From an optimization exercise on the open Yosys and OpenROAD flow, aimed at small area and a short achievable clock period; shortcuts taken in it are not production practice.
Function was checked by simulation only, so behaviour that the tests miss may differ from the original.
Power is estimated from default activity; no workload was simulated.

`config.mk`:
```
export PLATFORM = sky130hd
export DESIGN_NAME = pst_rx
export DESIGN_NICKNAME = pst_rx
export VERILOG_FILES = /design/flow/design.v
export SDC_FILE = /design/flow/constraint.sdc
export NUM_CORES = 4
export LEC_CHECK = 0
export CAP_MARGIN = 20
export CORE_MARGIN = 2
export CORE_UTILIZATION = 55
export CTS_CLUSTER_DIAMETER = 100
export CTS_CLUSTER_SIZE = 22
export PLACE_DENSITY = 0.7
export SLEW_MARGIN = 20
```
`constraint.sdc`:
```
create_clock -name core_clock -period 13.0 [get_ports {clk}]
set_input_delay 2.6000 -clock core_clock [delete_from_list [all_inputs] [get_ports {clk}]]
set_output_delay 2.6000 -clock core_clock [all_outputs]
set_load 0.01 [all_outputs]
```
`design.v`:
```
module pst_phy_rx (
    input  wire        clk,
    input  wire        rst,            
    input  wire        in_valid,       
    input  wire [65:0] in_data,        
    input  wire        inv_auto,       
    input  wire        restart,        
    input  wire        lockloss_clr,   
    output reg         out_valid,      
    output reg         out_ctrl,       
    output reg  [63:0] out_data,       
    output wire        locked,         
    output wire        rx_inv,         
    output wire        inv_event,      
    output reg  [31:0] blkerr,         
    output reg  [15:0] lockloss        
);
    reg  [65:0] prev_word;     
    reg  [6:0]  boundary;      
    reg  [5:0]  hunt_cnt;      
    reg  [63:0] err_hist;      
    reg  [3:0]  err_cnt;       
    reg  [57:0] scr_state;     
    reg         locked_q;      
    reg         rx_inv_q;      
    reg         inv_pend;      
    reg         inv_cand;      
    reg  [5:0]  inv_run_q;     
    reg  [1:0]  hdr_q;         
    reg         hdr_inv;       
    wire [63:0] cpl = ~out_data;
    wire is_train   = (cpl[7:0] == 8'h01) && (cpl[15:12] == 4'h0) &&
                      (cpl[63:16] == 48'h3C3C_3C3C_3C3C);
    wire is_losidle = (cpl[7:0] == 8'h02) && (cpl[8] == 1'b0);
    wire is_idle    = (cpl[7:0] == 8'h03) && (cpl[63:8] == 56'd0);
    wire is_cpl     = is_train || is_losidle || is_idle;
    wire fire = inv_cand & is_cpl;
    assign inv_event = fire;
    assign locked    = locked_q & ~fire;
    assign rx_inv    = rx_inv_q | fire;
    wire [5:0] inv_run = !inv_pend ? inv_run_q :
                         (is_cpl && !fire) ? (inv_run_q == 6'd32 ? 6'd32 : inv_run_q + 6'd1) :
                         6'd0;
    wire [65:0]  word    = in_data ^ {66{rx_inv_q}};
    wire [131:0] window  = {word, prev_word};
    wire [129:0] st7 = window[131:2];
    wire [129:0] st6;
    wire [97:0]  st5;
    wire [81:0]  st4;
    wire [73:0]  st3;
    wire [69:0]  st2;
    wire [67:0]  st1;
    wire [66:0]  sh;
    genvar g;
    generate
        for (g = 0; g < 130; g = g + 1) begin : g_st6
            if (g <= 65)      assign st6[g] = boundary[6] ? st7[g + 64] : st7[g];
            else if (g <= 67) assign st6[g] = boundary[6] ? 1'b0 : st7[g];
            else              assign st6[g] = st7[g];
        end
        for (g = 0; g < 98; g = g + 1) begin : g_st5
            assign st5[g] = boundary[5] ? st6[g + 32] : st6[g];
        end
        for (g = 0; g < 82; g = g + 1) begin : g_st4
            assign st4[g] = boundary[4] ? st5[g + 16] : st5[g];
        end
        for (g = 0; g < 74; g = g + 1) begin : g_st3
            assign st3[g] = boundary[3] ? st4[g + 8] : st4[g];
        end
        for (g = 0; g < 70; g = g + 1) begin : g_st2
            assign st2[g] = boundary[2] ? st3[g + 4] : st3[g];
        end
        for (g = 0; g < 68; g = g + 1) begin : g_st1
            assign st1[g] = boundary[1] ? st2[g + 2] : st2[g];
        end
        for (g = 0; g < 67; g = g + 1) begin : g_st0
            assign sh[g] = boundary[0] ? st1[g + 1] : st1[g];
        end
    endgenerate
    wire [63:0]  scrambled = sh[63:0];
    wire [121:0] scr_ext = {scrambled, scr_state};
    reg  [63:0]  payload;
    integer j;
    always @(*) begin
        for (j = 0; j < 64; j = j + 1)
            payload[j] = scr_ext[58 + j] ^ scr_ext[19 + j] ^ scr_ext[j];
    end
    wire         b65 = (boundary == 7'd65);
    wire         h0 = hdr_q[0] ^ hdr_inv;
    wire         h1 = b65 ? (in_data[0] ^ rx_inv) : (hdr_q[1] ^ hdr_inv);
    wire         hdr_valid = h0 ^ h1;
    wire         hdr_data  = h1;           
    wire cut     = in_valid & ~restart;
    wire lk_cut  = cut & locked;
    wire slip    = cut & ~locked & ~hdr_valid;
    wire drop    = lk_cut & ~hdr_valid & (err_cnt == 4'd15) & ~err_hist[63];
    always @(posedge clk) begin
        if (in_valid)
            prev_word[65:2] <= word[65:2];
        out_data <= payload;
        if (in_valid)
            scr_state <= scrambled[63:6];
        out_ctrl <= h0;
        if (cut)
            err_hist <= {err_hist[62:0], ~hdr_valid};
        if (!locked)
            err_cnt <= 4'd0;
        else if (cut)
            err_cnt <= err_cnt + {3'd0, ~hdr_valid} - {3'd0, err_hist[63]};
        if (rst) begin
            prev_word[1:0] <= 2'd0;
            hdr_q     <= 2'd0;
            hdr_inv   <= 1'b0;
            boundary  <= 7'd0;
            hunt_cnt  <= 6'd0;
            out_valid <= 1'b0;
            locked_q  <= 1'b0;
            rx_inv_q  <= 1'b0;
            inv_pend  <= 1'b0;
            inv_cand  <= 1'b0;
            inv_run_q <= 6'd0;
            blkerr    <= 32'd0;
            lockloss  <= 16'd0;
        end else begin
            if (in_valid) begin
                prev_word[1:0] <= word[1:0];
                hdr_inv <= inv_event & ~rx_inv_q;
                if (slip)
                    hdr_q <= b65 ? word[1:0] : sh[66:65];
                else
                    hdr_q <= sh[65:64];
            end
            out_valid <= lk_cut & hdr_valid;
            inv_pend  <= lk_cut & hdr_valid & hdr_data & ~drop;
            inv_cand  <= lk_cut & hdr_valid & hdr_data & ~drop & inv_auto &
                         (inv_run[5] | (&inv_run[4:0]));
            rx_inv_q  <= rx_inv & ~restart;
            locked_q  <= locked;
            inv_run_q <= inv_run;
            if (lockloss_clr)
                lockloss <= 16'd0;
            if (lk_cut & ~hdr_valid)
                blkerr <= blkerr + 32'd1;
            if (drop && (lockloss != 16'hFFFF || lockloss_clr))
                lockloss <= lockloss_clr ? 16'd1 : lockloss + 16'd1;
            if (restart) begin
                locked_q  <= 1'b0;
                hunt_cnt  <= 6'd0;
                inv_run_q <= 6'd0;
            end else if (in_valid) begin
                if (!locked) begin
                    if (hdr_valid) begin
                        hunt_cnt <= hunt_cnt + 6'd1;
                        if (hunt_cnt == 6'd63)
                            locked_q <= 1'b1;
                    end else begin
                        hunt_cnt <= 6'd0;
                        boundary <= (boundary == 7'd65) ? 7'd0 : boundary + 7'd1;
                    end
                    inv_run_q <= 6'd0;
                end else begin
                    if (drop)
                        locked_q <= 1'b0;
                    if (!(hdr_valid & hdr_data) | drop)
                        inv_run_q <= 6'd0;
                end
            end
        end
    end
endmodule
module pst_frame_rx (
    input  wire        clk,
    input  wire        rst,             
    input  wire        blk_valid,       
    input  wire        blk_ctrl,        
    input  wire [63:0] blk_data,        
    input  wire        locked,          
    output reg         fr_sof,          
    output reg         fr_valid,        
    output reg  [63:0] fr_data,
    output reg         fr_end,          
    output reg         fr_good,         
    output reg  [15:0] frame_ok,        
    output reg  [15:0] frame_err        
);
    localparam [7:0] T_OWN  = 8'h10;
    localparam [7:0] T_SOF  = 8'h11;
    localparam [7:0] T_EOF  = 8'h12;
    localparam [7:0] T_MARK = 8'h13;
    localparam [31:0] CRC_IDLE = 32'hF0958FC8;
    reg        run_take;         
    reg [5:0]  run_left;         
    wire       run_active = |run_left;
    reg        in_frame;
    reg [5:0]  f_rem;            
    reg [31:0] f_crc;            
    function type_len_ok;
        input [7:0] t;
        input [4:0] len;
        begin
            case (t)
                8'h01:   type_len_ok = (len == 5'd8);
                8'h02:   type_len_ok = (len == 5'd6);
                8'h03:   type_len_ok = (len == 5'd8);
                8'h04:   type_len_ok = (len >= 5'd1);
                8'h05:   type_len_ok = (len == 5'd3);
                8'h06:   type_len_ok = (len == 5'd0) || (len == 5'd4);
                8'h07:   type_len_ok = (len >= 5'd2);
                default: type_len_ok = 1'b0;
            endcase
        end
    endfunction
    wire [7:0] btype   = blk_data[7:0];
    wire       is_mark = blk_ctrl && (btype == T_MARK);
    wire       is_own  = blk_ctrl && (btype == T_OWN);
    wire       is_sof  = blk_ctrl && (btype == T_SOF);
    wire       is_eof  = blk_ctrl && (btype == T_EOF);
    wire       is_data = !blk_ctrl;
    wire [31:0] crc_next;
    pst_crc64 u_crc (.c(f_crc), .d(blk_data), .q(crc_next));
    wire        eof_good = (blk_data[39:8] == ~f_crc) && (f_rem == 6'd0);
    wire        blk      = locked && blk_valid && !is_mark;
    wire        in_run   = blk && run_active;
    wire        last_blk = run_left == 6'd1;
    wire        take     = in_run && run_take;
    wire        open_sof = take && !in_frame && is_sof;
    wire        dat      = take && in_frame && is_data;
    wire        close    = take && in_frame && !is_data;        
    wire        good     = close && is_eof && eof_good;
    wire        end_bad  = (!locked && in_frame) ||
                           ((open_sof || dat) && last_blk) || (close && !good);
    wire        frame_nx = in_frame ? (locked && !(take && (close || (dat && last_blk))))
                                    : (open_sof && !last_blk);
    always @(posedge clk) begin
        fr_data <= blk_data;
        if (!frame_nx)
            f_crc <= CRC_IDLE;
        else if (open_sof || dat)
            f_crc <= crc_next;
        if (open_sof)
            f_rem <= type_len_ok(blk_data[15:8], blk_data[20:16]) ?
                     {1'b0, blk_data[20:16]} : 6'd63;
        else if (dat)
            f_rem <= f_rem - 6'd1;
        if (rst) begin
            run_take   <= 1'b0;
            run_left   <= 6'd0;
            in_frame   <= 1'b0;
            f_crc      <= CRC_IDLE;
            fr_sof     <= 1'b0;
            fr_valid   <= 1'b0;
            fr_end     <= 1'b0;
            fr_good    <= 1'b0;
            frame_ok   <= 16'd0;
            frame_err  <= 16'd0;
        end else begin
            fr_sof   <= open_sof;
            fr_valid <= dat;
            fr_end   <= end_bad || good;
            fr_good  <= good;
            in_frame <= frame_nx;
            if (good)
                frame_ok <= frame_ok + 16'd1;
            if (end_bad)
                frame_err <= frame_err + 16'd1;
            if (!locked) begin
                run_take <= 1'b0;
                run_left <= 6'd0;
            end else if (blk) begin
                if (!run_active) begin
                    if (is_own) begin
                        run_left <= blk_data[21:16];
                        run_take <= blk_data[24];
                    end
                end else begin
                    run_left <= run_left - 6'd1;
                end
            end
        end
    end
endmodule
module pst_crc64 (
    input  wire [31:0] c,
    input  wire [63:0] d,
    output wire [31:0] q
);
    wire [31:0] x = c ^ d[31:0];
    wire t64 = x[3] ^ x[13];
    wire t65 = x[4] ^ d[39];
    wire t66 = x[11] ^ d[32];
    wire t67 = x[6] ^ x[16];
    wire t68 = x[7] ^ x[12];
    wire t69 = d[36] ^ d[54];
    wire t70 = x[5] ^ x[15];
    wire t71 = x[8] ^ d[37];
    wire t72 = x[9] ^ d[38];
    wire t73 = x[19] ^ d[34];
    wire t74 = x[30] ^ d[55];
    wire t75 = x[10] ^ d[56];
    wire t76 = d[47] ^ t64;
    wire t77 = x[1] ^ x[14];
    wire t78 = x[0] ^ d[35];
    wire t79 = x[31] ^ d[61];
    wire t80 = d[45] ^ t66;
    wire t81 = x[20] ^ d[40];
    wire t82 = x[2] ^ d[59];
    wire t83 = x[21] ^ d[41];
    wire t84 = x[22] ^ d[42];
    wire t85 = d[50] ^ d[57];
    wire t86 = x[23] ^ d[43];
    wire t87 = x[24] ^ d[44];
    wire t88 = x[25] ^ d[52];
    wire t89 = x[26] ^ d[46];
    wire t90 = d[48] ^ d[60];
    wire t91 = x[17] ^ d[63];
    wire t92 = d[33] ^ d[58];
    wire t93 = x[27] ^ d[49];
    wire t94 = x[29] ^ d[51];
    wire t95 = x[18] ^ t70;
    wire t96 = d[62] ^ t85;
    wire t97 = t67 ^ t69;
    wire t98 = d[53] ^ t83;
    wire t99 = t65 ^ t75;
    wire t100 = d[63] ^ t71;
    wire t101 = t74 ^ t90;
    wire t102 = x[28] ^ t89;
    wire t103 = d[35] ^ t72;
    wire t104 = t68 ^ t84;
    wire t105 = x[5] ^ t79;
    wire t106 = x[28] ^ d[34];
    wire t107 = x[12] ^ d[60];
    wire t108 = x[13] ^ d[51];
    wire t109 = d[39] ^ d[58];
    wire t110 = t73 ^ t81;
    wire t111 = x[11] ^ t82;
    wire t112 = x[19] ^ t77;
    wire t113 = x[20] ^ t86;
    wire t114 = t65 ^ t108;
    wire t115 = x[7] ^ t87;
    wire t116 = x[9] ^ t91;
    wire t117 = t88 ^ t94;
    wire t118 = d[61] ^ t104;
    wire t119 = x[25] ^ t80;
    wire t120 = t68 ^ t102;
    wire t121 = t76 ^ t78;
    wire t122 = t93 ^ t100;
    wire t123 = x[17] ^ d[37];
    wire t124 = x[31] ^ d[36];
    wire t125 = x[18] ^ d[56];
    wire t126 = d[38] ^ d[40];
    wire t127 = x[3] ^ x[22];
    wire t128 = x[8] ^ d[45];
    wire t129 = x[24] ^ d[33];
    wire t130 = x[12] ^ d[54];
    wire t131 = x[26] ^ d[53];
    wire t132 = d[32] ^ d[57];
    wire t133 = d[59] ^ d[62];
    wire t134 = x[4] ^ x[23];
    wire t135 = x[27] ^ t77;
    wire t136 = t78 ^ t107;
    wire t137 = d[41] ^ t92;
    wire t138 = x[21] ^ t82;
    wire t139 = d[34] ^ t109;
    wire t140 = x[15] ^ t67;
    wire t141 = d[44] ^ t70;
    wire t142 = d[46] ^ t71;
    wire t143 = x[16] ^ t72;
    wire t144 = d[49] ^ t79;
    wire t145 = d[33] ^ t95;
    wire t146 = t81 ^ t98;
    wire t147 = x[2] ^ t80;
    wire t148 = t88 ^ t101;
    wire t149 = t96 ^ t116;
    wire t150 = t95 ^ t97;
    wire t151 = d[47] ^ t122;
    wire t152 = x[10] ^ x[17];
    wire t153 = d[49] ^ d[55];
    wire t154 = x[2] ^ d[36];
    wire t155 = x[0] ^ d[38];
    wire t156 = d[42] ^ d[62];
    wire t157 = d[43] ^ d[57];
    wire t158 = x[29] ^ d[48];
    wire t159 = d[39] ^ d[44];
    wire t160 = d[37] ^ d[50];
    wire t161 = x[13] ^ x[14];
    wire t162 = d[42] ^ d[59];
    wire t163 = x[6] ^ x[18];
    wire t164 = x[0] ^ x[14];
    wire t165 = x[1] ^ x[8];
    wire t166 = x[30] ^ d[50];
    wire t167 = d[48] ^ t92;
    wire t168 = t66 ^ t74;
    wire t169 = t78 ^ t123;
    wire t170 = t106 ^ t124;
    wire t171 = x[1] ^ t66;
    wire t172 = x[29] ^ t125;
    wire t173 = t64 ^ t71;
    wire t174 = t73 ^ t84;
    wire t175 = d[52] ^ t75;
    wire t176 = t86 ^ t155;
    wire t177 = d[40] ^ t87;
    wire t178 = d[53] ^ t93;
    wire t179 = x[16] ^ t69;
    wire t180 = x[21] ^ t106;
    wire t181 = x[28] ^ t127;
    wire t182 = x[27] ^ t130;
    wire t183 = t131 ^ t132;
    wire t184 = x[31] ^ t73;
    wire t185 = d[55] ^ t91;
    wire t186 = x[11] ^ t92;
    wire t187 = t64 ^ t133;
    wire t188 = t65 ^ t103;
    wire t189 = t97 ^ t167;
    wire t190 = t110 ^ t152;
    wire t191 = t68 ^ t111;
    wire t192 = t136 ^ t174;
    wire t193 = d[57] ^ t113;
    wire t194 = t77 ^ t139;
    wire t195 = x[4] ^ t142;
    wire t196 = d[43] ^ t76;
    wire t197 = t115 ^ t180;
    wire t198 = t117 ^ t181;
    wire t199 = t111 ^ t182;
    wire t200 = t99 ^ t161;
    wire t201 = x[30] ^ t96;
    wire t202 = x[9] ^ t101;
    wire t203 = t99 ^ t112;
    wire t204 = t141 ^ t144;
    wire t205 = t67 ^ t76;
    wire t206 = d[46] ^ t114;
    wire t207 = t90 ^ t103;
    wire t208 = t105 ^ t134;
    wire t209 = x[24] ^ t105;
    wire t210 = x[6] ^ t118;
    wire t211 = x[23] ^ t147;
    wire t212 = d[41] ^ t148;
    wire t213 = t120 ^ t121;
    wire t214 = t120 ^ t160;
    wire t215 = t138 ^ t149;
    wire t216 = d[54] ^ t121;
    wire t217 = t150 ^ t151;
    assign q[0] = ((t188 ^ t189) ^ (t190 ^ (t168 ^ ((d[52] ^ x[3]) ^ t135))));
    assign q[1] = ((t145 ^ t146) ^ (t191 ^ ((t153 ^ t169) ^ (t170 ^ t99))));
    assign q[2] = ((((t83 ^ t85) ^ (x[5] ^ t126)) ^ (t171 ^ t172)) ^ ((t173 ^ t97) ^ t192));
    assign q[3] = (t210 ^ (((t112 ^ t114) ^ (t137 ^ t169)) ^ ((t74 ^ (t154 ^ t72)) ^ t193)));
    assign q[4] = (((t176 ^ t95) ^ (t81 ^ (t124 ^ t156))) ^ (t194 ^ ((t115 ^ t138) ^ (t173 ^ t175))));
    assign q[5] = ((t98 ^ ((d[60] ^ t127) ^ (t157 ^ t82))) ^ (((t100 ^ t112) ^ (t140 ^ t177)) ^ (t119 ^ t188)));
    assign q[6] = ((((t135 ^ t141) ^ (t89 ^ (d[35] ^ t73))) ^ t210) ^ (t211 ^ t212));
    assign q[7] = (t213 ^ ((t140 ^ t178) ^ (((d[56] ^ t128) ^ (t129 ^ t154)) ^ ((t156 ^ t79) ^ t113))));
    assign q[8] = ((t196 ^ t197) ^ ((t149 ^ t195) ^ (t179 ^ (((d[32] ^ x[25]) ^ t158) ^ t135))));
    assign q[9] = ((t198 ^ ((((x[1] ^ x[26]) ^ t159) ^ t110) ^ t147)) ^ t217);
    assign q[10] = (t214 ^ (((((x[10] ^ x[29]) ^ t69) ^ t98) ^ t194) ^ t211));
    assign q[11] = ((((t84 ^ t94) ^ t142) ^ t199) ^ (t76 ^ (((d[35] ^ x[15]) ^ t126) ^ (t129 ^ t74))));
    assign q[12] = (t212 ^ ((t143 ^ t170) ^ (t76 ^ ((t65 ^ t86) ^ (x[14] ^ (d[56] ^ x[12]))))));
    assign q[13] = (((t144 ^ t177) ^ t200) ^ (t183 ^ (((d[35] ^ d[42]) ^ t123) ^ (t158 ^ t70))));
    assign q[14] = ((t137 ^ (t93 ^ ((d[43] ^ x[14]) ^ t126))) ^ (t201 ^ (t119 ^ t150)));
    assign q[15] = (t214 ^ ((t184 ^ t185) ^ ((t137 ^ t140) ^ (t162 ^ (d[51] ^ t159)))));
    assign q[16] = ((t196 ^ t202) ^ (t203 ^ (((t162 ^ t163) ^ (t69 ^ t94)) ^ ((x[7] ^ t128) ^ t186))));
    assign q[17] = ((t202 ^ t204) ^ ((t175 ^ ((t157 ^ t164) ^ t110)) ^ (t191 ^ t195)));
    assign q[18] = (((t96 ^ t98) ^ t204) ^ (t205 ^ ((((d[58] ^ x[20]) ^ t107) ^ (t165 ^ t75)) ^ (t103 ^ t80))));
    assign q[19] = (t215 ^ ((((x[10] ^ t164) ^ t80) ^ t118) ^ (t189 ^ t206)));
    assign q[20] = (((t113 ^ (((d[32] ^ x[19]) ^ (x[22] ^ x[30])) ^ (t133 ^ t68))) ^ (t206 ^ t207)) ^ t217);
    assign q[21] = (t216 ^ (((((d[58] ^ d[60]) ^ t166) ^ t171) ^ t122) ^ (t197 ^ t208)));
    assign q[22] = ((t198 ^ t199) ^ (t209 ^ ((((d[62] ^ x[16]) ^ t109) ^ (t128 ^ t166)) ^ t190)));
    assign q[23] = (((t163 ^ (x[31] ^ t134)) ^ (t168 ^ t187)) ^ (t146 ^ ((t102 ^ t116) ^ (t117 ^ t136))));
    assign q[24] = (((t185 ^ ((x[11] ^ x[26]) ^ t104)) ^ (t205 ^ t207)) ^ (t209 ^ ((t139 ^ t172) ^ t146)));
    assign q[25] = (((t186 ^ t187) ^ t118) ^ (t193 ^ (((d[34] ^ t125) ^ (t153 ^ t165)) ^ ((t83 ^ t88) ^ t143))));
    assign q[26] = (t215 ^ (t200 ^ ((((d[58] ^ x[8]) ^ t131) ^ (t86 ^ t87)) ^ t192)));
    assign q[27] = (((t91 ^ ((d[45] ^ d[59]) ^ (d[61] ^ x[22]))) ^ t145) ^ (t148 ^ (((t132 ^ t67) ^ (t73 ^ t87)) ^ (t114 ^ t176))));
    assign q[28] = (((t115 ^ t178) ^ t119) ^ (t208 ^ (((t69 ^ t72) ^ (t75 ^ t89)) ^ ((x[3] ^ (d[62] ^ x[18])) ^ t101))));
    assign q[29] = (t151 ^ ((((t129 ^ t130) ^ (x[6] ^ (d[55] ^ x[19]))) ^ (t102 ^ t105)) ^ ((t96 ^ t99) ^ t119)));
    assign q[30] = (t213 ^ ((t179 ^ ((x[5] ^ t91) ^ t117)) ^ (t201 ^ t203)));
    assign q[31] = (t216 ^ (((t100 ^ t143) ^ (t183 ^ t184)) ^ ((t94 ^ (x[2] ^ (d[39] ^ x[10]))) ^ t145)));
endmodule
module pst_rx (
    input  wire        clk,
    input  wire        rst,            
    input  wire        in_valid,       
    input  wire [65:0] in_data,        
    input  wire        inv_auto,       
    input  wire        restart,        
    input  wire        lockloss_clr,   
    output wire        blk_valid,
    output wire        blk_ctrl,
    output wire [63:0] blk_data,
    output wire        locked,
    output wire        rx_inv,
    output wire        inv_event,
    output wire [31:0] blkerr,
    output wire [15:0] lockloss,
    output wire        fr_sof,
    output wire        fr_valid,
    output wire [63:0] fr_data,
    output wire        fr_end,
    output wire        fr_good,
    output wire [15:0] frame_ok,
    output wire [15:0] frame_err
);
    pst_phy_rx u_phy (
        .clk(clk), .rst(rst), .in_valid(in_valid), .in_data(in_data),
        .inv_auto(inv_auto), .restart(restart), .lockloss_clr(lockloss_clr),
        .out_valid(blk_valid), .out_ctrl(blk_ctrl), .out_data(blk_data),
        .locked(locked), .rx_inv(rx_inv), .inv_event(inv_event),
        .blkerr(blkerr), .lockloss(lockloss));
    pst_frame_rx u_frame (
        .clk(clk), .rst(rst),
        .blk_valid(blk_valid), .blk_ctrl(blk_ctrl), .blk_data(blk_data),
        .locked(locked),
        .fr_sof(fr_sof), .fr_valid(fr_valid), .fr_data(fr_data),
        .fr_end(fr_end), .fr_good(fr_good),
        .frame_ok(frame_ok), .frame_err(frame_err));
endmodule
```
`flow/run.sh`:
```
#!/bin/bash
# The standard ORFS layout (standard.sh, the standard flow's SDC and config), with:
# - synthesis by flow/lean_synth.tcl: the standard flow's synthesis script with an
#   area-oriented ABC mapping script (flow/lean.abc); same flip-flops/names;
set -euo pipefail
W=$(pwd)
export LEAN_ABC_SCRIPT="$W/flow/lean.abc"
mapfile -t ARGS < <(grep -v '^#' flow/make_args.txt | sed '/^$/d')
bash standard.sh "SYNTH_SCRIPT=$W/flow/lean_synth.tcl" "${ARGS[@]}" finish > standard_flow.log 2>&1
```
`flow/lean.abc`:
```
&get -n
&st
&dch
&nf -R 25 -p
&put
topo
stime -c
```
`flow/lean_synth.tcl`:
```
# The standard flow's synthesis script (synth_recipe.tcl) with one change: ABC maps the
# logic with flow/lean.abc (area-oriented mapping, no buffering or upsizing)
# instead of ORFS's speed script; the layout's timing repair sizes the gates.
# Flip-flops, yosys synth -nofsm -noshare, flattening and renaming as the standard flow's.
proc synth {args} { yosys synth -nofsm -noshare {*}$args }
proc abc {args} {
  set i [lsearch -exact $args -script]
  if {$i >= 0} { set args [lreplace $args [expr {$i+1}] [expr {$i+1}] $::env(LEAN_ABC_SCRIPT)] }
  yosys abc {*}$args
}
source $::env(SCRIPTS_DIR)/synth.tcl
# left out here: clear keep_hierarchy, flatten, clean up, hide names made inside functions, write 1_2_yosys.v
```
`flow/make_args.txt`:
```
SETUP_SLACK_MARGIN=8.3
TNS_END_PERCENT=0
BUFFER_PORTS_ARGS=-buffer_cell sky130_fd_sc_hd__buf_1
```
`standard.sh`:
```
#!/bin/bash
# synth_recipe.tcl (not shown) runs the flow's synth.tcl, then flattens the netlist and writes it again
# the make line also repeats each setting of config.mk as NAME=value (left out here)
make -C /OpenROAD-flow-scripts/flow DESIGN_CONFIG=/design/flow/config.mk WORK_HOME=/design/flow/orfs CLKGATE_MAP_FILE= SYNTH_SCRIPT=/design/flow/synth_recipe.tcl "${@:-finish}"
```
==> results of run 1 <==
[placed cells by master, fill, tap and decap left out, types with 35 or more instances in the layout]
cell type / n
xnor2_1: 449
buf_1: 285
nor2_1: 237
xor2_1: 237
dfxtp_1: 229
a21oi_1: 218
edfxtp_1: 192
nand2_1: 171
o21ai_0: 135
mux2i_1: 118
clkinv_1: 56
a211oi_1: 53
mux2_1: 51
nand4_1: 48
nor3_1: 47
buf_4: 40
nand3_1: 35
[flip-flops by register name, summed over array words and instances (netlist names), 2 cells and up]
signal             cells
u_phy.blkerr          32
u_phy.err_cnt          4
u_phy.boundary         7
u_frame.frame_err     16
u_frame.fr_data       64
u_phy.lockloss        16
u_phy.inv_run_q        6
u_phy.hunt_cnt         6
u_frame.frame_ok      16
u_frame.f_rem          6
u_frame.run_left       6
u_phy.scr_state       58
u_phy.err_hist        64
u_frame.f_crc         32
u_phy.hdr_q            2
u_phy.prev_word       64
u_phy.out_data        64
[timing repair]
action,4_1_cts,5_1_grt
pin swaps,7,7
setup endpoints to repair,211,179
gates resized for setup,64,35
gates cloned,0,1
buffers inserted,7,5
hold buffers,0,0
hold endpoints to repair,0,0
[logic make-up (layout without fill, tap and decap cells)]
family                     after synthesis  count (layout)  share of synthesized area [%]
xor gates and xnor gates               691             691                          22.53
and+or+nand+nor                        711             711                          12.68
muxes                                  194             194                          8.552
buffers and inverters                   61             436                         0.8446
AOI/OAI and AO/OA                      557             557                          12.21
adders and majority gates               20              20                         0.9507
DFF                                    476             476                          42.24
[area by class of cell]
cell class	count	area, sq um
Tap cell	664	830.8
Timing Repair Buffer	329	1414
Inverter	61	261.5
Clock buffer	41	738.2
Timing Repair inverter	1	8.758
Multi-Input combinational cell	2173	15620
Clock inverter	4	43.79
Sequential cell	476	11570
Fill cell	4182	18360
[routing by layer]
metal	up-vias	track usage [%]	wire, um
met2	1193	59.47	43720
met1	10920	48.17	38780
met5	-	0	0
li1	10450	-	-
met4	0	15.81	5035
met3	244	5.595	7683
[report_power, final]
group          leakage, nW  internal (W)  switching [W]
clock network        0.378      0.000397       0.000506
registers             4.21       0.00175       0.000303
logic                 5.75       0.00223        0.00352
[synthesized netlist by cell type, drive strengths merged (3+ instances only)]
library cell    n
nand3b          5
mux4           25
clkinv         61
or4             8
a211oi         53
nand2         171
o22ai          15
a31oi           9
nor3b           5
and4            3
o21bai         13
dfxtp         284
or2             3
o21ai         141
mux2i         118
a311oi          8
nor2          238
nand2b         14
a21oi         219
edfxtp        192
o22a            3
ha             19
xnor3           4
a221oi          6
and3b           4
nor4b           6
and2           12
nor3           49
or3             5
a21o           16
nor2b          34
o2111ai         4
nand4          48
nor4bb         13
xnor2         450
and3           25
mux2           51
o211ai         15
nor4           28
o21a           32
xor2          237
o221ai          8
nand3          35
[worst register-to-register path, cell delays in order, from the launching register on]
cell       delay (ns)
dfxtp_4          0.44
nand2_1          0.14
or4_1            0.52
nor3_2           0.21
nand4_1          0.11
a21o_1           0.28
nand2b_4         0.17
nor2b_4          0.13
buf_4            0.14
buf_4            0.13
xnor2_1          0.12
nor2_1           0.13
a21oi_1          0.07
ha_2             0.45
o2111ai_4        0.29
nor4_2           0.33
nor2b_1          0.26
nand2b_1         0.14
or4_1            0.46
nor3_1           0.21
a21oi_1          0.10
o21a_1           0.14
[stage by stage]
stage          hold WS [ns]  utilization, %  power (W)
2_1_floorplan        0.4003               -   0.005623
3_3_place_gp         0.3978           60.06   0.007729
3_5_place_dp         0.4051           60.07   0.007684
4_1_cts              0.4200           62.12   0.008608
5_1_grt              0.4216           62.41   0.008946
6_report             0.4083           62.41   0.008708
[final timing paths]
kind,slack (ns),end
max reg2reg,7.93,u_phy.blkerr[29]
min,0.41,u_frame.fr_data[4]
max,7.64,rx_inv
min reg2reg,0.41,u_frame.fr_data[4]
==> flow_metrics.env, run 1 <==
export IMPL_r2r_cells=21
export IMPL_drive_gt1_share_pct=6.029
export IMPL_worst_setup_path_end_kind="output port"
export IMPL_synth_yosys_seq_area_share_pct=42.24
export IMPL_io_pins=289
export IMPL_grt_start_max_net_pins=115
export IMPL_timing_hold_violations_final=0
export IMPL_synth_top_cells_by_area="edfxtp_1, dfxtp_1, xnor2_1"
export IMPL_row_count=81
export IMPL_dpl_instance_area_sq_um=29350
export IMPL_tritoncts="done"
export IMPL_reg2reg_from="u_phy.out_data[46]"
export IMPL_seq_cells_post_synth=476
export IMPL_async_flop_share_pct=0
export IMPL_data_arrival_time_of_the_critical_path_ns=2.76
export IMPL_pwr_density_cell_nw_per_um2=285.7
export IMPL_timing_critical_path_max_delay_family="simple AND/OR/NAND/NOR gates"
export IMPL_detail_route_antenna_nets=0
export IMPL_worst_ir_drop_vdd_mv=0.3322
export IMPL_worst_setup_path_start_kind="register"
export IMPL_grt_pass1_vias=21480
export IMPL_synth_avg_cell_area_sq_um=10.00
export IMPL_grt_first_pass_wirelength_um=138500
export IMPL_gr_total_overflow=0
export IMPL_final_max_slew_viol_count=0
export IMPL_yosysWarnings=2
export IMPL_place_port_buffers=288
export IMPL_placedCellCount=3691
export IMPL_yosys_cell_types_count=59
export IMPL_path_class="register to output port"
export IMPL_path_clk_slew_ns=0.10
export IMPL_leakagePower_nw=10.34
export IMPL_syn_inst=2710
export IMPL_hold_class="register to register"
export IMPL_maxSlewHeadroom_pct=25.86
export IMPL_routed_via_count=22810
export IMPL_wl_per_cell_um=25.40
export IMPL_htreeDepth=1
export IMPL_num_antenna_cells=0
export IMPL_start_point_of_the_worst_hold_path="u_phy.out_data[4]"
export IMPL_clock_skew_ns=0.04260
export IMPL_track_usage_pct=36.45
export IMPL_synthDominantCellAreaShare_pct=21.27
export IMPL_final_sum_of_negative_setup_slack_ns=0
export IMPL_layout_cells_non_filler=3749
export IMPL_cp_depth=9
export IMPL_clkLatencyLatePin_ns=0.61
export IMPL_fin_ws_ns=7.636
export IMPL_antenna_found_initial=0
export IMPL_bufs_on_longest_clock_path=3
export IMPL_core_sq_um=48850
export IMPL_fmax_mhz=186.4
export IMPL_final_design_area_no_fill_sq_um=30490
export IMPL_synth_enable_flop_cells=192
export IMPL_hold_critical_path_depth=0
export IMPL_finalWirelength_um=95210
export IMPL_viasPerCell=6.084
export IMPL_startpoint="u_phy.out_data[46]"
export IMPL_die_h_um=226.0
export IMPL_yosys_area_top_type="edfxtp_1"
export IMPL_synth_cell_area_sq_um=27110
export IMPL_outcome="finished clean"
export IMPL_drt_pre_antenna_iters=6
export IMPL_dp_worst_setup_slack_ns=6.448
export IMPL_num_nets_final=3160
export IMPL_area_enclosed_by_the_die_boundary_sq_um=51090
export IMPL_drt_first_iter_violations=2364
export IMPL_cp_cell_sequence="nand2_1, or4_1, nor3_2, nand4_1, a21o_1, nand2b_4, nor2b_4, clkinv_2, buf_6"
export IMPL_floorplan_initialDensity_pct=55.50
export IMPL_critPathMaxFanout=8
export IMPL_area_growth_pct=12.45
export IMPL_slowest_delay_ns=0.52
export IMPL_worst_path_buf_inv=2
export IMPL_globalplace_congestion=1.051
export IMPL_ys_dominant_reg_cell="dfxtp_1"
export IMPL_max_cap_viol_count=0
export IMPL_drt_drc_violations_left=0
export IMPL_setup_repair_after_global_routing_missed_its_margin="yes"
export IMPL_timing_final_setup_violations=0
export IMPL_cpMaxStageDelayCell="or4_1"
export IMPL_cts_root_buf="clkbuf_16"
export IMPL_clock_sinks=476
export IMPL_dp_final_hpwl_um=73850
export IMPL_syn_num_nets=2802
export IMPL_fp_dieW_um=226.0
export IMPL_worst_pin_slew_ns=1.104
export IMPL_final_period_minus_worst_setup_slack_ns=5.364
export IMPL_final_period_utilization_pct=41.26
export IMPL_cp_required_ns=10.40
export IMPL_tritoncts_num_buffers=26
==> run 2: changes to the inputs <==
==> flow/lean.abc (replaced) <==
&get -n
&st
&dch
&nf
&put
topo
stime -c
--- a/config.mk
+++ b/config.mk
@@ -10,4 +10,2 @@
 export CORE_UTILIZATION = 55
-export CTS_CLUSTER_DIAMETER = 100
-export CTS_CLUSTER_SIZE = 22
 export PLACE_DENSITY = 0.7
==> run 2 against run 1 <==
  * Final cell count barely moved
  * Critical endpoint unchanged
  * Synthesized area increased by 1.7%
  * Clock-buffer cell count grew 37
  * Die area up 1.7%
  * Worst hold slack improved by 0.0099 ns
  * Design area rose by 5.4%
  * Wire length decreased by 1.6%
  * Worst setup slack gained 0.19 ns
  * Sequential share of layout area is 1.9 points lower
  * Largest cell class unchanged
  * First-iteration DRC count grew 8.3%
  * Synthesized cell count down 2.7%
  * Still clean
  * Critical path depth did not move
==> flow_metrics.env, run 2 <==
export IMPL_grt_busiest_layer="met2"
export IMPL_num_nets_final=3128
export IMPL_tritoncts="done"
export IMPL_tritoncts_num_buffers=51
export IMPL_bufs_on_longest_clock_path=3
export IMPL_switching_portion_of_total_power_pct=46.31
export IMPL_fmax_mhz=193.2
export IMPL_synthDominantCellAreaShare_pct=20.91
export IMPL_hold_class="register to register"
export IMPL_p_total_w=0.009127
export IMPL_grt_start_max_net_pins=92
export IMPL_seq_cells_post_synth=476
export IMPL_floorplan_initialDensity_pct=55.29
export IMPL_antenna_found_initial=0
export IMPL_worst_ir_drop_vdd_mv=0.4408
export IMPL_final_core_area_utilization_pct=64.45
export IMPL_final_period_minus_worst_setup_slack_ns=5.177
export IMPL_clock_skew_ns=0.03133
export IMPL_slowest_delay_ns=0.46
export IMPL_yosysWarnings=2
export IMPL_detail_route_antenna_nets=0
export IMPL_start_point_of_the_worst_hold_path="u_phy.err_hist[41]"
export IMPL_drt_drc_violations_left=0
export IMPL_crit_path_frequent_cell="nand4_1"
export IMPL_synth_cell_area_sq_um=27570
export IMPL_groute_layer_met1_usage_pct=50.12
export IMPL_reg2reg_from="u_phy.boundary[1]"
export IMPL_synth_avg_cell_area_sq_um=10.45
export IMPL_power_switching_w=0.004227
export IMPL_final_period_utilization_pct=39.82
export IMPL_synth_enable_flop_cells=192
export IMPL_async_flop_share_pct=0
export IMPL_drt_first_iter_violations=2561
export IMPL_final_fill_count=4109
export IMPL_yosysMostFrequentCell="xnor2_1"
export IMPL_io_pins=289
export IMPL_track_usage_pct=35.25
export IMPL_grt_pass1_vias=21410
export IMPL_synth_yosys_seq_area_share_pct=41.53
export IMPL_syn_num_nets=2730
export IMPL_cpMaxStageDelayCell="dfxtp_2"
export IMPL_layout_area_seq_sq_um=11600
export IMPL_drive_gt1_share_pct=9.938
export IMPL_syn_inst=2638
export IMPL_clock_power_share_pct=16.8
export IMPL_share_seq_of_total_power_pct=21.9
export IMPL_finalWirelength_um=93670
export IMPL_synth_top_cells_by_count="xnor2_1, dfxtp_1, nor2_1, xor2_1, edfxtp_1"
export IMPL_critPathMaxFanout=7
export IMPL_leakagePower_nw=11.02
export IMPL_cts_hold_buf=0
export IMPL_final_sum_of_negative_setup_slack_ns=0
export IMPL_row_count=82
export IMPL_clkLatencyLatePin_ns=0.63
export IMPL_setup_repair_after_global_routing_missed_its_margin="yes"
export IMPL_cts_root_buf="clkbuf_16"
export IMPL_hold_slack_ns=0.4182
export IMPL_core_sq_um=49860
export IMPL_place_port_buffers=288
export IMPL_maxSlewHeadroom_pct=24.74
export IMPL_outcome="finished clean"
export IMPL_internal_power_w=0.004900
export IMPL_worst_pin_slew_ns=1.121
export IMPL_path_class="register to output port"
export IMPL_multi_input_comb_area_sq_um=15930
export IMPL_gr_total_overflow=0
export IMPL_path_clk_slew_ns=0.06
export IMPL_globalplace_congestion=1.022
export IMPL_final_cell_mix="xnor2_1, buf_1, dfxtp_1"
export IMPL_wl_per_cell_um=24.96
export IMPL_cp_cell_sequence="nand4_1, nor4_4, nand4_1, o211ai_1, nand3_2, clkinv_4, nor2_4, clkinv_2, buf_6"
export IMPL_htreeDepth=2
export IMPL_drt_pre_antenna_iters=6
export IMPL_viasPerCell=6.068
export IMPL_yosys_cell_types_count=66
export IMPL_startpoint="u_phy.out_data[31]"
export IMPL_layout_commonest_cell="xnor2_1"
export IMPL_cp_required_ns=10.40
export IMPL_pwr_density_cell_nw_per_um2=284.0
export IMPL_grt_use_met3_pct=6.788
export IMPL_die_h_um=227.9
export IMPL_routed_via_count=22770
export IMPL_max_cap_viol_count=0
export IMPL_worst_setup_path_start_kind="register"
export IMPL_timing_final_setup_violations=0
export IMPL_met2_grt_util_pct=54.83
export IMPL_yosys_area_top_type="edfxtp_1"
export IMPL_data_arrival_time_of_the_critical_path_ns=2.58
export IMPL_synth_top_cells_by_area="edfxtp_1, dfxtp_1, xnor2_1"
export IMPL_dp_final_hpwl_um=70450
export IMPL_final_max_slew_viol_count=0
export IMPL_area_growth_pct=16.56
export IMPL_combinationalPowerShare_pct=61.3
export IMPL_fp_dieW_um=227.9
export IMPL_timing_hold_violations_final=0
export IMPL_worst_setup_path_end_kind="output port"
export IMPL_clock_sinks=476
export IMPL_grt_first_pass_wirelength_um=138100
export IMPL_ys_dominant_reg_cell="dfxtp_1"
export IMPL_area_enclosed_by_the_die_boundary_sq_um=51940
run 2: cell types whose count changed after synthesis, moves of 11 or more:
cell / delta
clkinv_1: +43
and3_1: +31
o21ai_0: -54
a21oi_1: -55
nor3_1: +11
nor4bb_1: -11
nand4_1: -15
nor2b_1: -24
a211oi_1: -12
mux4_2: +43
xnor2_1: +39
mux2i_1: +46
xor2_1: -37
nand2_1: -28
run 2: power by group through the flow:
stage	sequential, W	clock [W]	combinational, W
after floorplan	0.00199	0	0.00361
after global placement	0.00200	0	0.00538
after detailed placement	0.00201	0	0.00534
after CTS	0.00199	0.00155	0.00538
after global routing	0.00201	0.00160	0.00580
final	0.00200	0.00153	0.00560
run 2: cells by family (layout without fill, tap and decap cells):
family / Yosys count / in the layout / share of synthesized area (%)
adder cells (fa/ha/maj): 20 / 20 / 0.9348
AND/OR/NAND/NOR: 641 / 641 / 11.00
flip-flops: 476 / 476 / 41.53
AO/OA/AOI/OAI: 427 / 427 / 9.553
multiplexers: 277 / 277 / 13.35
buffers and inverters: 104 / 545 / 1.416
XOR/XNOR: 693 / 693 / 22.21
other: 0 / 1 / 0
run 2: critical path: cells and delay by family (launching register included):
kind / cells / cell delay [ns]
buffers and inverters: 3 / 0.28
AND/OR/NAND/NOR: 5 / 0.98
flip-flops: 1 / 0.46
AO/OA/AOI/OAI: 1 / 0.24
run 2: timing repair:
action,in CTS,in global routing
resized for setup,83,45
gates cloned,0,0
pin swaps,7,9
endpoints found under the setup margin,135,151
buffers inserted,9,13
run 2: metal layers:
layer,vias up,share of wire [%]
met5,-,0
met4,0,3.0
met3,194,9.6
met2,1162,45
met1,11100,43
li1,10310,-
run 2: final cells by class:
cell class | count | share of cell area, %
clock inverters | 18 | 0.6891
flip-flops and latches | 476 | 36.10
diodes | 1 | 0.007786
clock buffers | 78 | 4.855
well taps | 672 | 2.616
repair buffers | 345 | 4.816
multi-input cells | 2058 | 49.56
inverters | 104 | 1.355
run 2: worst paths after layout:
path,slack (ns),endpoint,cells past startpoint
worst min-delay path,0.42,u_phy.err_hist[42],0
worst max-delay path,7.82,rx_inv,9
worst max register to register,8.18,u_phy.blkerr[29],13
worst min register to register,0.42,u_phy.err_hist[42],0
run 2: metrics by stage:
step           setup slack, ns  area, sq um  std cells
2_1_floorplan            7.829        27610       2638
3_3_place_gp             7.114        29830       3633
3_5_place_dp             7.083        29830       3633
4_1_cts                  7.802        31860       3738
5_1_grt                  7.771        32140       3751
6_report                 7.823        32140       3752
==> run 3: changes to the inputs <==
--- a/config.mk
+++ b/config.mk
@@ -9,4 +9,6 @@
 export CORE_MARGIN = 2
-export CORE_UTILIZATION = 55
-export PLACE_DENSITY = 0.7
+export CORE_UTILIZATION = 65
+export CTS_CLUSTER_DIAMETER = 100
+export CTS_CLUSTER_SIZE = 22
+export PLACE_DENSITY = 0.8
 export SLEW_MARGIN = 20
==> run 3 against run 2 <==
  * Sequential share of layout area increased by 1.1 points
  * Power down 8.6%
  * Critical path depth is 1 higher
  * Non-clock buffer count is 33 higher
  * Synthesized area unchanged
  * Die area down 15%
  * Via count rose by 2.5%
  * Maximum frequency grew 1.9%
  * Synthesized cell count did not move
==> flow_metrics.env, run 3 <==
export IMPL_worst_setup_path_end_kind="output port"
export IMPL_async_flop_share_pct=0
export IMPL_bufs_on_longest_clock_path=3
export IMPL_clkLatencyLatePin_ns=0.61
export IMPL_final_sum_of_negative_setup_slack_ns=0
export IMPL_worst_ir_drop_vdd_mv=0.2984
export IMPL_core_sq_um=41950
export IMPL_setup_repair_after_global_routing_missed_its_margin="yes"
export IMPL_layout_area_seq_sq_um=11660
export IMPL_hold_class="register to register"
export IMPL_area_enclosed_by_the_die_boundary_sq_um=44080
export IMPL_critPathMaxFanout=4
export IMPL_drt_drc_violations_left=0
export IMPL_finalWirelength_um=92110
export IMPL_viasPerCell=6.472
export IMPL_path_clk_slew_ns=0.09
export IMPL_p_total_w=0.008342
export IMPL_drt_pre_antenna_iters=6
export IMPL_hold_slack_ns=0.4141
export IMPL_wl_per_cell_um=25.56
export IMPL_yosys_area_top_type="edfxtp_1"
export IMPL_final_period_utilization_pct=39.07
export IMPL_final_max_slew_viol_count=0
export IMPL_leakagePower_nw=10.73
export IMPL_synth_enable_flop_cells=192
export IMPL_grt_start_max_net_pins=103
export IMPL_cts_hold_buf=0
export IMPL_synth_avg_cell_area_sq_um=10.45
export IMPL_area_growth_pct=13.75
export IMPL_timing_final_setup_violations=0
export IMPL_die_h_um=210.0
export IMPL_clock_skew_ns=0.04326
export IMPL_synth_top_cells_by_area="edfxtp_1, dfxtp_1, xnor2_1"
export IMPL_clock_sinks=476
export IMPL_syn_inst=2638
export IMPL_tritoncts_num_buffers=26
export IMPL_multi_input_comb_area_sq_um=15970
export IMPL_yosysMostFrequentCell="xnor2_1"
export IMPL_final_core_area_utilization_pct=74.77
export IMPL_routed_via_count=23320
export IMPL_num_nets_final=3137
export IMPL_worst_pin_slew_ns=1.181
export IMPL_globalplace_congestion=1.095
export IMPL_track_usage_pct=40.84
export IMPL_place_port_buffers=288
export IMPL_drt_first_iter_violations=2700
export IMPL_tritoncts="done"
export IMPL_synthDominantCellAreaShare_pct=20.91
export IMPL_pwr_density_cell_nw_per_um2=266.0
export IMPL_antenna_found_initial=1
export IMPL_synth_top_cells_by_count="xnor2_1, dfxtp_1, nor2_1, xor2_1, edfxtp_1"
export IMPL_cts_root_buf="clkbuf_16"
export IMPL_row_count=75
export IMPL_floorplan_initialDensity_pct=65.73
export IMPL_synth_cell_area_sq_um=27570
export IMPL_syn_num_nets=2730
export IMPL_fp_dieW_um=210.0
export IMPL_maxSlewHeadroom_pct=20.17
export IMPL_path_class="register to output port"
export IMPL_yosys_cell_types_count=66
export IMPL_placedCellCount=3496
export IMPL_yosysWarnings=2
export IMPL_detail_route_antenna_nets=0
export IMPL_grt_pass1_vias=22100
export IMPL_io_pins=289
export IMPL_data_arrival_time_of_the_critical_path_ns=2.48
export IMPL_dp_final_hpwl_um=67470
export IMPL_outcome="finished clean"
export IMPL_worst_setup_path_start_kind="register"
export IMPL_layout_commonest_cell="xnor2_1"
export IMPL_final_cell_mix="xnor2_1, buf_1, nor2_1"
export IMPL_grt_first_pass_wirelength_um=135600
export IMPL_timing_hold_violations_final=0
export IMPL_gr_total_overflow=0
export IMPL_final_fill_count=2921
export IMPL_synth_yosys_seq_area_share_pct=41.53
export IMPL_final_period_minus_worst_setup_slack_ns=5.079
export IMPL_fmax_mhz=196.9
export IMPL_layout_cells_non_filler=3604
export IMPL_cp_required_ns=10.40
export IMPL_ys_dominant_reg_cell="dfxtp_1"
export IMPL_htreeDepth=1
export IMPL_drive_gt1_share_pct=9.794
export IMPL_seq_cells_post_synth=476
export IMPL_max_cap_viol_count=0
run 3: changes by cell type in the layout (fill, tap and decap cells not counted), sizes merged:
cell      before  now
buf          344  376
a311o          2    3
bufinv         4    0
clkinvlp       4    0
clkinv       111  107
clkbuf        79   45
inv            3    0
diode          1    2
run 3: layout make-up:
class / count / share of cell area [%]
multi-input cells: 2059 / 50.93
flip-flops and latches: 476 / 37.17
repair buffers: 378 / 5.861
clock buffers: 43 / 2.414
well taps: 539 / 2.150
inverters: 104 / 1.332
clock inverters: 3 / 0.1197
diodes: 2 / 0.01596
run 3: final timing paths:
check	depth (start not counted)	endpoint	startpoint	slack (ns)
worst min register to register	0	u_phy.err_hist[39]	u_phy.err_hist[38]	0.41
worst max-delay path	10	rx_inv	u_phy.out_data[56]	7.92
worst min-delay path	0	u_phy.err_hist[39]	u_phy.err_hist[38]	0.41
worst max register to register	13	u_phy.blkerr[29]	u_phy.boundary[1]	8.21
run 3: metrics by stage:
| step | area (sq um) | worst slack, ns |
|---|---|---|
| floorplan | 27610 | 7.829 |
| global placement | 29630 | 7.309 |
| detailed placement | 29640 | 7.098 |
| CTS | 31250 | 8.058 |
| global route | 31360 | 7.833 |
| finish | 31360 | 7.921 |
run 3: metal layers:
layer	track usage (%)	part of all wire, %	up-vias
li1	-	-	10300
met1	52.58	38	11160
met2	66.33	46	1522
met3	6.555	9.3	341
met4	22.70	6.7	0
met5	0	0	-
run 3: where the power goes:
| group | total, W | switching, W | internal [W] |
|---|---|---|---|
| clock | 0.000902 | 0.000497 | 0.000404 |
| combinational | 0.00545 | 0.00316 | 0.00229 |
| sequential | 0.00199 | 0.000227 | 0.00176 |
run 3: timing repair:
action,CTS,global route
resized for setup,154,9
buffers inserted,55,2
endpoints found under the setup margin,121,150
pin swaps,16,5
cloned,0,1
run 3: kinds of logic (layout without fill, tap and decap cells):
kind of cell | count (synthesis) | in the layout | synth area share (%)
multiplexers | 277 | 277 | 13.35
XOR/XNOR | 693 | 693 | 22.21
AND/OR/NAND/NOR | 641 | 641 | 11.00
adder cells (fa/ha/maj) | 20 | 20 | 0.9348
other | 0 | 2 | 0
flip-flops | 476 | 476 | 41.53
AO/OA/AOI/OAI | 427 | 428 | 9.553
buffers and inverters | 104 | 528 | 1.416
run 3: critical path, cell delays in order, from the launching register on:
cell      delay (ns)
dfxtp_2         0.34
buf_6           0.10
nand4_1         0.27
nor4_2          0.30
nand4_1         0.14
o211ai_1        0.19
nand3_2         0.17
clkinv_2        0.14
nor2_2          0.06
clkinv_2        0.08
buf_6           0.10
==> run 4: changes to the inputs <==
==> flow/make_args.txt (replaced) <==
SETUP_SLACK_MARGIN=7.9
TNS_END_PERCENT=0
BUFFER_PORTS_ARGS=-buffer_cell sky130_fd_sc_hd__buf_1
==> run 4 against run 3 <==
  * Register-to-register slack about the same
  * Synthesized area unchanged
  * First-iteration DRC count fell by 1.2%
  * Clock-buffer cell count fell by 4
  * Critical endpoint is now locked
  * Sequential cell count is the same
  * Still clean
  * Sequential share of layout area rose by 0.33 points
  * Utilization decreased by 1.0 points
  * Non-clock buffer count down 28
  * Design area is 1.4% lower
  * Final cell count down 0.86%
==> flow_metrics.env, run 4 <==
export IMPL_outcome="finished clean"
export IMPL_yosysWarnings=2
export IMPL_final_fill_count=3011
export IMPL_worst_setup_path_start_kind="register"
export IMPL_synthDominantCellAreaShare_pct=20.91
export IMPL_fp_dieW_um=210.0
export IMPL_groute_layer_met1_usage_pct=51.08
export IMPL_setup_repair_after_global_routing_missed_its_margin="yes"
export IMPL_num_nets_final=3109
export IMPL_final_period_utilization_pct=40.26
export IMPL_floorplan_initialDensity_pct=65.73
export IMPL_row_count=75
export IMPL_timing_final_setup_violations=0
export IMPL_clkLatencyLatePin_ns=0.62
export IMPL_drt_drc_violations_left=0
export IMPL_layout_commonest_cell="xnor2_1"
export IMPL_critPathMaxFanout=8
export IMPL_worst_pin_slew_ns=1.095
export IMPL_antenna_found_initial=3
export IMPL_final_period_minus_worst_setup_slack_ns=5.234
export IMPL_final_cell_mix="xnor2_1, buf_1, nor2_1"
export IMPL_final_max_slew_viol_count=0
export IMPL_clock_skew_ns=0.03380
export IMPL_syn_inst=2638
export IMPL_async_flop_share_pct=0
export IMPL_bufs_on_longest_clock_path=3
export IMPL_maxSlewHeadroom_pct=26.48
export IMPL_timing_hold_violations_final=0
export IMPL_globalplace_congestion=1.060
export IMPL_dp_final_hpwl_um=65670
export IMPL_layout_cells_non_filler=3573
export IMPL_pwr_density_cell_nw_per_um2=274.3
export IMPL_detail_route_antenna_nets=0
export IMPL_yosys_area_top_type="edfxtp_1"
export IMPL_seq_cells_post_synth=476
export IMPL_hold_class="register to register"
export IMPL_routed_via_count=22910
export IMPL_worst_setup_path_end_kind="output port"
export IMPL_placedCellCount=3500
export IMPL_worst_ir_drop_vdd_mv=0.3137
export IMPL_fmax_mhz=191.1
export IMPL_leakagePower_nw=10.53
export IMPL_cpMaxStageDelayCell="dfxtp_4"
export IMPL_track_usage_pct=39.47
export IMPL_finalWirelength_um=88540
export IMPL_synth_yosys_seq_area_share_pct=41.53
export IMPL_drt_pre_antenna_iters=6
export IMPL_slowest_delay_ns=0.49
export IMPL_wl_per_cell_um=24.78
export IMPL_grt_pass1_vias=21810
export IMPL_viasPerCell=6.412
export IMPL_final_sum_of_negative_setup_slack_ns=0
export IMPL_synth_cell_area_sq_um=27570
export IMPL_cts_hold_buf=0
export IMPL_place_port_buffers=288
export IMPL_clock_sinks=476
export IMPL_max_cap_viol_count=0
export IMPL_core_sq_um=41950
export IMPL_io_pins=289
export IMPL_cp_required_ns=10.40
export IMPL_die_h_um=210.0
export IMPL_met2_grt_util_pct=64.51
export IMPL_data_arrival_time_of_the_critical_path_ns=2.63
export IMPL_area_enclosed_by_the_die_boundary_sq_um=44080
export IMPL_path_class="register to output port"
export IMPL_r2r_cells=19
export IMPL_ys_dominant_reg_cell="dfxtp_1"
export IMPL_grt_use_met3_pct=5.021
export IMPL_tritoncts_num_buffers=26
export IMPL_drive_gt1_share_pct=8.342
export IMPL_grt_start_max_net_pins=103
export IMPL_grt_busiest_layer="met2"
export IMPL_htreeDepth=1
export IMPL_synth_top_cells_by_count="xnor2_1, dfxtp_1, nor2_1, xor2_1, edfxtp_1"
export IMPL_hold_critical_path_depth=0
export IMPL_path_clk_slew_ns=0.10
export IMPL_area_growth_pct=12.19
export IMPL_cts_root_buf="clkbuf_16"
export IMPL_dpl_instance_area_sq_um=29640
export IMPL_cp_cell_sequence="nand4_1, nor4_4, nand4_1, o211ai_1, nand3_2, nand2_4, inv_8, buf_4"
export IMPL_synth_enable_flop_cells=192
export IMPL_synth_top_cells_by_area="edfxtp_1, dfxtp_1, xnor2_1"
export IMPL_yosys_cell_types_count=66
export IMPL_final_design_area_no_fill_sq_um=30930
export IMPL_synth_avg_cell_area_sq_um=10.45
export IMPL_yosysMostFrequentCell="xnor2_1"
export IMPL_hold_slack_ns=0.4222
export IMPL_tritoncts="done"
export IMPL_gr_total_overflow=0
export IMPL_grt_first_pass_wirelength_um=131700
export IMPL_syn_num_nets=2730
export IMPL_crit_path_frequent_cell="nand4_1"
export IMPL_drt_first_iter_violations=2668
[run 4: changes by cell type in the layout (fill, tap and decap cells not counted), moves of 3 or more]
cell      delta
dfxtp_4     -20
dfxtp_1      +6
buf_4       -24
clkinv_2     -3
dfxtp_2     +14
o21ai_1      +4
[run 4: kinds of logic after synthesis]
group,Yosys count,share of synthesized area (%)
adder cells (fa/ha/maj),20,0.9348
buffers and inverters,104,1.416
multiplexers,277,13.35
flip-flops,476,41.53
AND/OR/NAND/NOR,641,11.00
AO/OA/AOI/OAI,427,9.553
XOR/XNOR,693,22.21
[run 4: path summary, 6_finish.rpt]
| path | start | end | slack, ns |
|---|---|---|---|
| worst max-delay path | u_phy.out_data[10] | locked | 7.77 |
| worst min-delay path | u_phy.out_data[56] | u_frame.fr_data[56] | 0.42 |
| worst max register to register | u_phy.out_data[10] | u_phy.blkerr[29] | 8.22 |
| worst min register to register | u_phy.out_data[56] | u_frame.fr_data[56] | 0.42 |
[run 4: repair_timing]
action,4_1_cts,5_1_grt
cloned,1,0
gates resized for setup,68,59
setup endpoints to repair,83,64
setup buffers,2,25
pin swaps,5,8
[run 4: final cells by class]
type | instances | area [sq um] | share of cell area (%)
Antenna cell | 1 | 2.502 | 0.008090
Clock buffer | 39 | 699.4 | 2.261
Clock inverter | 5 | 57.56 | 0.1861
Inverter | 104 | 414.1 | 1.339
Multi-Input combinational cell | 2058 | 15890 | 51.35
Sequential cell | 476 | 11600 | 37.50
Tap cell | 539 | 674.4 | 2.180
Timing Repair Buffer | 350 | 1590 | 5.141
Timing Repair inverter | 1 | 8.758 | 0.02831
[run 4: critical path, delay by kind of cell (launching register included)]
family	cells	cell delay [ns]
buffers and inverters	2	0.18
AOI/OAI and AO/OA	1	0.23
DFF	1	0.49
and+or+nand+nor	5	1.11
[run 4: power by group]
| group | total (W) | leakage [nW] | internal, W | switching, W |
|---|---|---|---|---|
| clock network | 0.000877 | 0.364 | 0.000380 | 0.000497 |
| logic | 0.00558 | 5.95 | 0.00225 | 0.00332 |
| registers | 0.00203 | 4.22 | 0.00175 | 0.000282 |
[run 4: metrics by stage]
step           util (%)  total power (W)  worst slack, ns
2_1_floorplan         -         0.005599            7.250
3_3_place_gp      70.64         0.007363            6.050
3_5_place_dp      70.66         0.007349            5.752
4_1_cts           72.88         0.008253            7.740
5_1_grt           73.74         0.008671            7.680
6_report          73.75         0.008486            7.766
[run 4: per-layer routing]
layer / vias up / wire length (um)
li1: 10260 / -
met1: 10940 / 33440
met2: 1392 / 41530
met3: 315 / 7838
met4: 2 / 5731
met5: - / 13
==> run 5: changes to the inputs <==
==> flow/make_args.txt (replaced) <==
SETUP_SLACK_MARGIN=8.7
TNS_END_PERCENT=0
BUFFER_PORTS_ARGS=-buffer_cell sky130_fd_sc_hd__buf_1
==> run 5 against run 4 <==
  * Design area is 1.4% higher
  * Register-to-register slack is essentially flat
  * Critical path depth grew 2
  * Clock-buffer cell count rose by 4
  * Worst setup slack improved by 0.16 ns
  * Combinational power decreased by 2%
  * Synthesized area unchanged
  * Sequential share of layout area shrank 0.33 points
  * Die area did not move
  * Critical path type unchanged
  * Largest power group unchanged
==> flow_metrics.env, run 5 <==
export IMPL_cts_hold_buf=0
export IMPL_final_cell_mix="xnor2_1, buf_1, nor2_1"
export IMPL_synth_avg_cell_area_sq_um=10.45
export IMPL_clock_skew_ns=0.04326
export IMPL_timing_hold_violations_final=0
export IMPL_dp_final_hpwl_um=67470
export IMPL_fmax_mhz=196.9
export IMPL_data_arrival_time_of_the_critical_path_ns=2.48
export IMPL_drive_gt1_share_pct=9.794
export IMPL_drt_drc_violations_left=0
export IMPL_yosys_cell_types_count=66
export IMPL_htreeDepth=1
export IMPL_timing_final_setup_violations=0
export IMPL_critPathMaxFanout=4
export IMPL_antenna_found_initial=1
export IMPL_p_total_w=0.008342
export IMPL_synth_top_cells_by_area="edfxtp_1, dfxtp_1, xnor2_1"
export IMPL_multi_input_comb_area_sq_um=15970
export IMPL_wl_per_cell_um=25.56
export IMPL_async_flop_share_pct=0
export IMPL_fp_dieW_um=210.0
export IMPL_grt_first_pass_wirelength_um=135600
export IMPL_cp_cell_sequence="buf_6, nand4_1, nor4_2, nand4_1, o211ai_1, nand3_2, clkinv_2, nor2_2, clkinv_2, buf_6"
export IMPL_drt_pre_antenna_iters=6
export IMPL_final_core_area_utilization_pct=74.77
export IMPL_syn_num_nets=2730
export IMPL_yosysWarnings=2
export IMPL_die_h_um=210.0
export IMPL_final_period_utilization_pct=39.07
export IMPL_path_clk_slew_ns=0.09
export IMPL_setup_repair_after_global_routing_missed_its_margin="yes"
export IMPL_viasPerCell=6.472
export IMPL_row_count=75
export IMPL_cp_required_ns=10.40
export IMPL_gr_total_overflow=0
export IMPL_routed_via_count=23320
export IMPL_final_period_minus_worst_setup_slack_ns=5.079
export IMPL_tritoncts_num_buffers=26
export IMPL_track_usage_pct=40.84
export IMPL_cts_root_buf="clkbuf_16"
export IMPL_yosys_area_top_type="edfxtp_1"
export IMPL_bufs_on_longest_clock_path=3
export IMPL_outcome="finished clean"
export IMPL_synthDominantCellAreaShare_pct=20.91
export IMPL_detail_route_antenna_nets=0
export IMPL_worst_pin_slew_ns=1.181
export IMPL_clkLatencyLatePin_ns=0.61
export IMPL_drt_first_iter_violations=2700
export IMPL_area_enclosed_by_the_die_boundary_sq_um=44080
export IMPL_syn_inst=2638
export IMPL_slowest_delay_ns=0.34
export IMPL_num_nets_final=3137
export IMPL_final_sum_of_negative_setup_slack_ns=0
export IMPL_layout_commonest_cell="xnor2_1"
export IMPL_clock_sinks=476
export IMPL_grt_start_max_net_pins=103
export IMPL_synth_top_cells_by_count="xnor2_1, dfxtp_1, nor2_1, xor2_1, edfxtp_1"
export IMPL_max_cap_viol_count=0
export IMPL_hold_class="register to register"
export IMPL_grt_pass1_vias=22100
export IMPL_yosysMostFrequentCell="xnor2_1"
export IMPL_finalWirelength_um=92110
export IMPL_place_port_buffers=288
export IMPL_worst_setup_path_start_kind="register"
export IMPL_tritoncts="done"
export IMPL_layout_area_seq_sq_um=11660
export IMPL_core_sq_um=41950
export IMPL_floorplan_initialDensity_pct=65.73
export IMPL_synth_yosys_seq_area_share_pct=41.53
export IMPL_globalplace_congestion=1.095
export IMPL_final_max_slew_viol_count=0
export IMPL_ys_dominant_reg_cell="dfxtp_1"
export IMPL_synth_enable_flop_cells=192
export IMPL_final_fill_count=2921
export IMPL_area_growth_pct=13.75
export IMPL_worst_setup_path_end_kind="output port"
export IMPL_cpMaxStageDelayCell="dfxtp_2"
export IMPL_leakagePower_nw=10.73
export IMPL_path_class="register to output port"
export IMPL_pwr_density_cell_nw_per_um2=266.0
export IMPL_maxSlewHeadroom_pct=20.17
export IMPL_worst_ir_drop_vdd_mv=0.2984
export IMPL_seq_cells_post_synth=476
export IMPL_io_pins=289
export IMPL_synth_cell_area_sq_um=27570
[run 5: cell count changes in the layout (fill, tap and decap cells not counted), sizes merged]
| cell | change |
|---|---|
| clkinv | +2 |
| inv | -5 |
| buf | +26 |
| diode | +1 |
| clkbuf | +6 |
| a311o | +1 |
[run 5: logic make-up after synthesis]
group                    after synthesis  share of synthesized area, %
adder cells (fa/ha/maj)               20                        0.9348
multiplexers                         277                         13.35
AND/OR/NAND/NOR                      641                         11.00
AO/OA/AOI/OAI                        427                         9.553
buffers and inverters                104                         1.416
flip-flops                           476                         41.53
XOR/XNOR                             693                         22.21
[run 5: path summary, 6_finish.rpt]
check / endpoint / slack, ns / from / depth (start not counted)
max: rx_inv / 7.92 / u_phy.out_data[56] / 10
min: u_phy.err_hist[39] / 0.41 / u_phy.err_hist[38] / 0
max reg2reg: u_phy.blkerr[29] / 8.21 / u_phy.boundary[1] / 13
min reg2reg: u_phy.err_hist[39] / 0.41 / u_phy.err_hist[38] / 0
[run 5: metal layers]
| layer | share of wire (%) | up-vias | GRT usage, % |
|---|---|---|---|
| met5 | 0 | - | 0 |
| li1 | - | 10300 | - |
| met1 | 38 | 11160 | 52.58 |
| met2 | 46 | 1522 | 66.33 |
| met4 | 6.7 | 0 | 22.70 |
| met3 | 9.3 | 341 | 6.555 |
[run 5: area by class of cell]
class / count / area share, %
flip-flops and latches: 476 / 37.17
clock inverters: 3 / 0.1197
multi-input cells: 2059 / 50.93
diodes: 2 / 0.01596
inverters: 104 / 1.332
well taps: 539 / 2.150
clock buffers: 43 / 2.414
repair buffers: 378 / 5.861
[run 5: metrics by stage]
step	worst slack (ns)	cells	hold slack (ns)	area, sq um
after global placement	7.309	3496	0.4027	29630
after detailed placement	7.098	3496	0.4045	29640
after CTS	8.058	3597	0.4194	31250
after global routing	7.833	3602	0.4231	31360
after floorplan	7.829	2638	0.4003	27610
final	7.921	3604	0.4141	31360
[run 5: worst max-delay path, delay by kind of cell, from the launching register on]
family                 cells  cell delay, ns
buffers and inverters      4            0.42
flip-flops                 1            0.34
AO/OA/AOI/OAI              1            0.19
AND/OR/NAND/NOR            5            0.94
[run 5: timing repair]
action | in CTS | in global routing
endpoints found under the setup margin | 198 | 201
buffers inserted | 55 | 2
endpoints found under the hold margin | 0 | 0
gates cloned | 0 | 1
pin swaps | 16 | 5
gates resized for setup | 154 | 9
[run 5: where the power goes]
part / total (W) / internal (W) / switching, W
registers: 0.00199 / 0.00176 / 0.000227
logic: 0.00545 / 0.00229 / 0.00316
clock network: 0.000902 / 0.000404 / 0.000497
total: 0.00834 / 0.00446 / 0.00389

[port drivers added, routing unchanged]
How much do the figures lean on ideal ports? The routed layouts below were timed once more, with nothing changed but the port constraints. Step 1 assumes that a clkbuf_16 drives the clock port and a buf_2 every other input. Step 2 adds t to the input delays and takes it off the output delays; t is the mean of the earliest and latest rising clock arrival at the registers after step 1. Input paths then give back, and output paths get back, about the clock's delay inside the block. a / b / c = ideal ports / drivers / drivers and shift; a / b = the first two.
run	shift t [ns]	slack for setup (ns)	clock arrival spread, ns	worst register clock-pin slew, ns	worst slew at a driven data input, ns
run 1	0.657	7.636 / 7.574 / 7.045	0.047 / 0.047	0.10 / 0.10	0.06
run 2	0.676	7.823 / 7.760 / 7.193	0.032 / 0.032	0.07 / 0.07	0.08
run 3	0.648	7.921 / 7.861 / 7.324	0.043 / 0.044	0.10 / 0.10	0.05
run 4	0.664	7.766 / 7.705 / 7.238	0.034 / 0.034	0.10 / 0.10	0.06
run 5	0.648	7.921 / 7.861 / 7.324	0.043 / 0.044	0.10 / 0.10	0.05
After both steps every run listed still meets setup and hold. The setup slack of run 2, which loses most, moves by -0.063 ns with the drivers and by -0.630 ns with both steps.
